Source: an optimization exercise on an open RTL-to-GDS flow (aim: small area, a short achievable clock period and few clock cycles per item). Production flows keep margins and buffers that such runs may drop.
The RTL was checked by simulation tests, not by an equivalence proof against the original design.

==> module gcm_core, before the edit <==
module gcm_core (
    input  wire         clk,
    input  wire         rst,
    output wire         ready,
    input  wire         start,
    input  wire [1:0]   mode,       
    input  wire [255:0] key,
    input  wire [95:0]  iv,
    input  wire [127:0] aad,        
    input  wire [9:0]   nwords,     
    input  wire         in_valid,
    output wire         in_ready,
    input  wire [63:0]  in_data,
    output reg          out_valid,
    output reg  [63:0]  out_data
);
    localparam [1:0] MODE_GCM = 2'd1, MODE_GMAC = 2'd2, MODE_CTR = 2'd3;
    localparam [3:0] S_IDLE    = 4'd0,
                     S_H       = 4'd1,    
                     S_J0      = 4'd2,    
                     S_GH_AAD  = 4'd3,    
                     S_KS      = 4'd4,    
                     S_RD0     = 4'd5,    
                     S_RD1     = 4'd6,    
                     S_GH_BLK  = 4'd7,    
                     S_GH_LEN  = 4'd8,    
                     S_TAG0    = 4'd9,
                     S_TAG1    = 4'd10;
    reg [3:0]   st;
    reg [1:0]   mode_r;
    reg [255:0] key_r;
    reg [95:0]  iv_r;
    reg [127:0] aad_r;
    reg [9:0]   nw_r;
    reg [9:0]   words_in;     
    reg [31:0]  ctr;          
    reg [127:0] hkey;         
    reg [127:0] ej0;          
    reg [127:0] ks;           
    reg [127:0] acc;          
    reg [127:0] blk;          
    reg         waiting;      
    reg         ks_pre;       
    reg         ks_ok;        
    reg          aes_start;
    reg  [127:0] aes_in;
    wire         aes_done;
    wire [127:0] aes_out;
    aes256_core u_aes (
        .clk(clk), .rst(rst), .start(aes_start), .key(key_r),
        .block_in(aes_in), .done(aes_done), .block_out(aes_out)
    );
    reg          gh_start;
    reg  [127:0] gh_x;
    wire         gh_done;
    wire [127:0] gh_z;
    ghash_mul u_gh (
        .clk(clk), .rst(rst), .start(gh_start), .x(gh_x), .h(hkey),
        .done(gh_done), .z(gh_z)
    );
    assign ready    = (st == S_IDLE);
    assign in_ready = (st == S_RD0) || (st == S_RD1);
    wire        take     = in_valid && in_ready;
    wire        last_in  = (words_in + 10'd1 == nw_r);
    wire [63:0] ks_word  = (st == S_RD0) ? ks[127:64] : ks[63:0];
    wire [63:0] out_word = (mode_r == MODE_GMAC) ? in_data : (in_data ^ ks_word);
    wire [63:0] payload_bits = {51'd0, nw_r, 3'd0} << 3;
    wire [127:0] len_block = (mode_r == MODE_GMAC)
                           ? {payload_bits + 64'd128, 64'd0}
                           : {64'd128, payload_bits};
    always @(posedge clk) begin
        if (rst) begin
            st        <= S_IDLE;
            waiting   <= 1'b0;
            aes_start <= 1'b0;
            gh_start  <= 1'b0;
            out_valid <= 1'b0;
            ks_pre    <= 1'b0;
            ks_ok     <= 1'b0;
        end else begin
            if (ks_pre && aes_done) begin
                ks     <= aes_out;
                ks_pre <= 1'b0;
                ks_ok  <= 1'b1;
            end
            aes_start <= 1'b0;
            gh_start  <= 1'b0;
            out_valid <= 1'b0;
            case (st)
                S_IDLE: begin
                    if (start) begin
                        mode_r    <= mode;
                        key_r     <= key;
                        iv_r      <= iv;
                        aad_r     <= aad;
                        nw_r      <= nwords;
                        words_in  <= 10'd0;
                        ctr       <= 32'd2;
                        acc       <= 128'h0;
                        aes_in    <= 128'h0;
                        aes_start <= 1'b1;
                        waiting   <= 1'b1;
                        st        <= S_H;
                    end
                end
                S_H: begin
                    if (aes_done) begin
                        hkey      <= aes_out;
                        aes_in    <= {iv_r, 32'd1};
                        aes_start <= 1'b1;
                        st        <= S_J0;
                    end
                end
                S_J0: begin
                    if (aes_done) begin
                        ej0 <= aes_out;
                        if (mode_r == MODE_CTR) begin
                            waiting <= 1'b0;
                            st      <= S_KS;
                        end else begin
                            gh_x     <= acc ^ aad_r;
                            gh_start <= 1'b1;
                            st       <= S_GH_AAD;
                        end
                    end
                end
                S_GH_AAD: begin
                    if (gh_done) begin
                        acc     <= gh_z;
                        waiting <= 1'b0;
                        st      <= S_KS;
                    end
                end
                S_KS: begin
                    if (mode_r == MODE_GMAC) begin
                        ks <= 128'h0;
                        st <= S_RD0;
                    end else if (ks_pre) begin
                    end else if (ks_ok) begin
                        ks_ok <= 1'b0;
                        st    <= S_RD0;
                    end else if (!waiting) begin
                        aes_in    <= {iv_r, ctr};
                        aes_start <= 1'b1;
                        waiting   <= 1'b1;
                    end else if (aes_done) begin
                        ks      <= aes_out;
                        waiting <= 1'b0;
                        st      <= S_RD0;
                    end
                end
                S_RD0: begin
                    if (take) begin
                        out_valid      <= 1'b1;
                        out_data       <= out_word;
                        blk[127:64]    <= (mode_r == MODE_GMAC) ? in_data : out_word;
                        blk[63:0]      <= 64'h0;
                        words_in       <= words_in + 10'd1;
                        st             <= last_in ? S_GH_BLK : S_RD1;
                    end
                end
                S_RD1: begin
                    if (take) begin
                        out_valid      <= 1'b1;
                        out_data       <= out_word;
                        blk[63:0]      <= (mode_r == MODE_GMAC) ? in_data : out_word;
                        words_in       <= words_in + 10'd1;
                        st             <= S_GH_BLK;
                    end
                end
                S_GH_BLK: begin
                    if (mode_r == MODE_CTR) begin
                        ctr <= ctr + 32'd1;
                        st  <= (words_in == nw_r) ? S_IDLE : S_KS;
                    end else if (!waiting) begin
                        gh_x     <= acc ^ blk;
                        gh_start <= 1'b1;
                        waiting  <= 1'b1;
                        if (mode_r == MODE_GCM && words_in != nw_r) begin
                            aes_in    <= {iv_r, ctr + 32'd1};
                            aes_start <= 1'b1;
                            ks_pre    <= 1'b1;
                        end
                    end else if (gh_done) begin
                        acc     <= gh_z;
                        ctr     <= ctr + 32'd1;
                        waiting <= 1'b0;
                        st      <= (words_in == nw_r) ? S_GH_LEN : S_KS;
                    end
                end
                S_GH_LEN: begin
                    if (!waiting) begin
                        gh_x     <= acc ^ len_block;
                        gh_start <= 1'b1;
                        waiting  <= 1'b1;
                    end else if (gh_done) begin
                        acc     <= gh_z ^ ej0;    
                        waiting <= 1'b0;
                        st      <= S_TAG0;
                    end
                end
                S_TAG0: begin
                    out_valid <= 1'b1;
                    out_data  <= acc[127:64];
                    st        <= S_TAG1;
                end
                S_TAG1: begin
                    out_valid <= 1'b1;
                    out_data  <= acc[63:0];
                    st        <= S_IDLE;
                end
                default: st <= S_IDLE;
            endcase
        end
    end
endmodule
Settings: LEC_CHECK=0, CAP_MARGIN=20, CORE_MARGIN=2, CORE_UTILIZATION=40, SLEW_MARGIN=20; clock period 8.0 ns.
run.sh (not shown) runs the stock make flow with config.mk's settings and CLKGATE_MAP_FILE= SYNTH_SCRIPT=/design/flow/synth_recipe.tcl, a recipe that flattens the netlist after the stock synthesis.
Testbench counts at the start, summed over its fixed seeds: cycles 225,474, bytes 161,976.
Edit:
--- a/flow/design.v
+++ b/flow/design.v
@@ -434,10 +434,8 @@
     reg [127:0] ks;           
     reg [127:0] acc;          
     reg [127:0] blk;          
     reg         waiting;      
-    reg         ks_pre;       
-    reg         ks_ok;        
     reg          aes_start;
     reg  [127:0] aes_in;
     wire         aes_done;
     wire [127:0] aes_out;
@@ -469,16 +467,9 @@
             waiting   <= 1'b0;
             aes_start <= 1'b0;
             gh_start  <= 1'b0;
             out_valid <= 1'b0;
-            ks_pre    <= 1'b0;
-            ks_ok     <= 1'b0;
         end else begin
-            if (ks_pre && aes_done) begin
-                ks     <= aes_out;
-                ks_pre <= 1'b0;
-                ks_ok  <= 1'b1;
-            end
             aes_start <= 1'b0;
             gh_start  <= 1'b0;
             out_valid <= 1'b0;
             case (st)
@@ -529,12 +520,8 @@
                 S_KS: begin
                     if (mode_r == MODE_GMAC) begin
                         ks <= 128'h0;
                         st <= S_RD0;
-                    end else if (ks_pre) begin
-                    end else if (ks_ok) begin
-                        ks_ok <= 1'b0;
-                        st    <= S_RD0;
                     end else if (!waiting) begin
                         aes_in    <= {iv_r, ctr};
                         aes_start <= 1'b1;
                         waiting   <= 1'b1;
@@ -570,13 +557,8 @@
                     end else if (!waiting) begin
                         gh_x     <= acc ^ blk;
                         gh_start <= 1'b1;
                         waiting  <= 1'b1;
-                        if (mode_r == MODE_GCM && words_in != nw_r) begin
-                            aes_in    <= {iv_r, ctr + 32'd1};
-                            aes_start <= 1'b1;
-                            ks_pre    <= 1'b1;
-                        end
                     end else if (gh_done) begin
                         acc     <= gh_z;
                         ctr     <= ctr + 32'd1;
                         waiting <= 1'b0;
What happened: Routed wire length is lower by 12%. Final area is lower by 3.2%. Die area is lower by 2.4%. Synthesized cell count is lower by 2.1%.
Testbench counts after the change, summed over its fixed seeds: cycles 315,602, bytes 161,976.

[afterwards: timing with drivers on the ports]
In the flow no input, the clock included, has a driving cell. The finished layouts below were timed again as built, in two steps.
Step 1, drivers: a clkbuf_16 drives clk and a buf_2 each remaining input, both assumed.
Step 2, shift: input delay + t, output delay - t, t = (earliest + latest rising clock arrival at the registers) / 2. This alone moves slack from input paths to output paths.
a / b / c = ideal / step 1 / step 2; a / b = the first two.
| run | t (ns) | setup slack, ns | latest minus earliest clock arrival (ns) | pins driven straight from the clock port |
|---|---|---|---|---|
| the first run | 1.125 | 1.585 / 1.585 / 0.930 | 0.133 / 0.133 | 1 |
| the second run | 1.122 | 1.798 / 1.798 / 1.139 | 0.073 / 0.072 | 1 |
After both steps setup and hold are still met in every run listed. The setup slack of the second run, which loses most, moves by 0.000 ns with the drivers and by -0.659 ns with both steps.
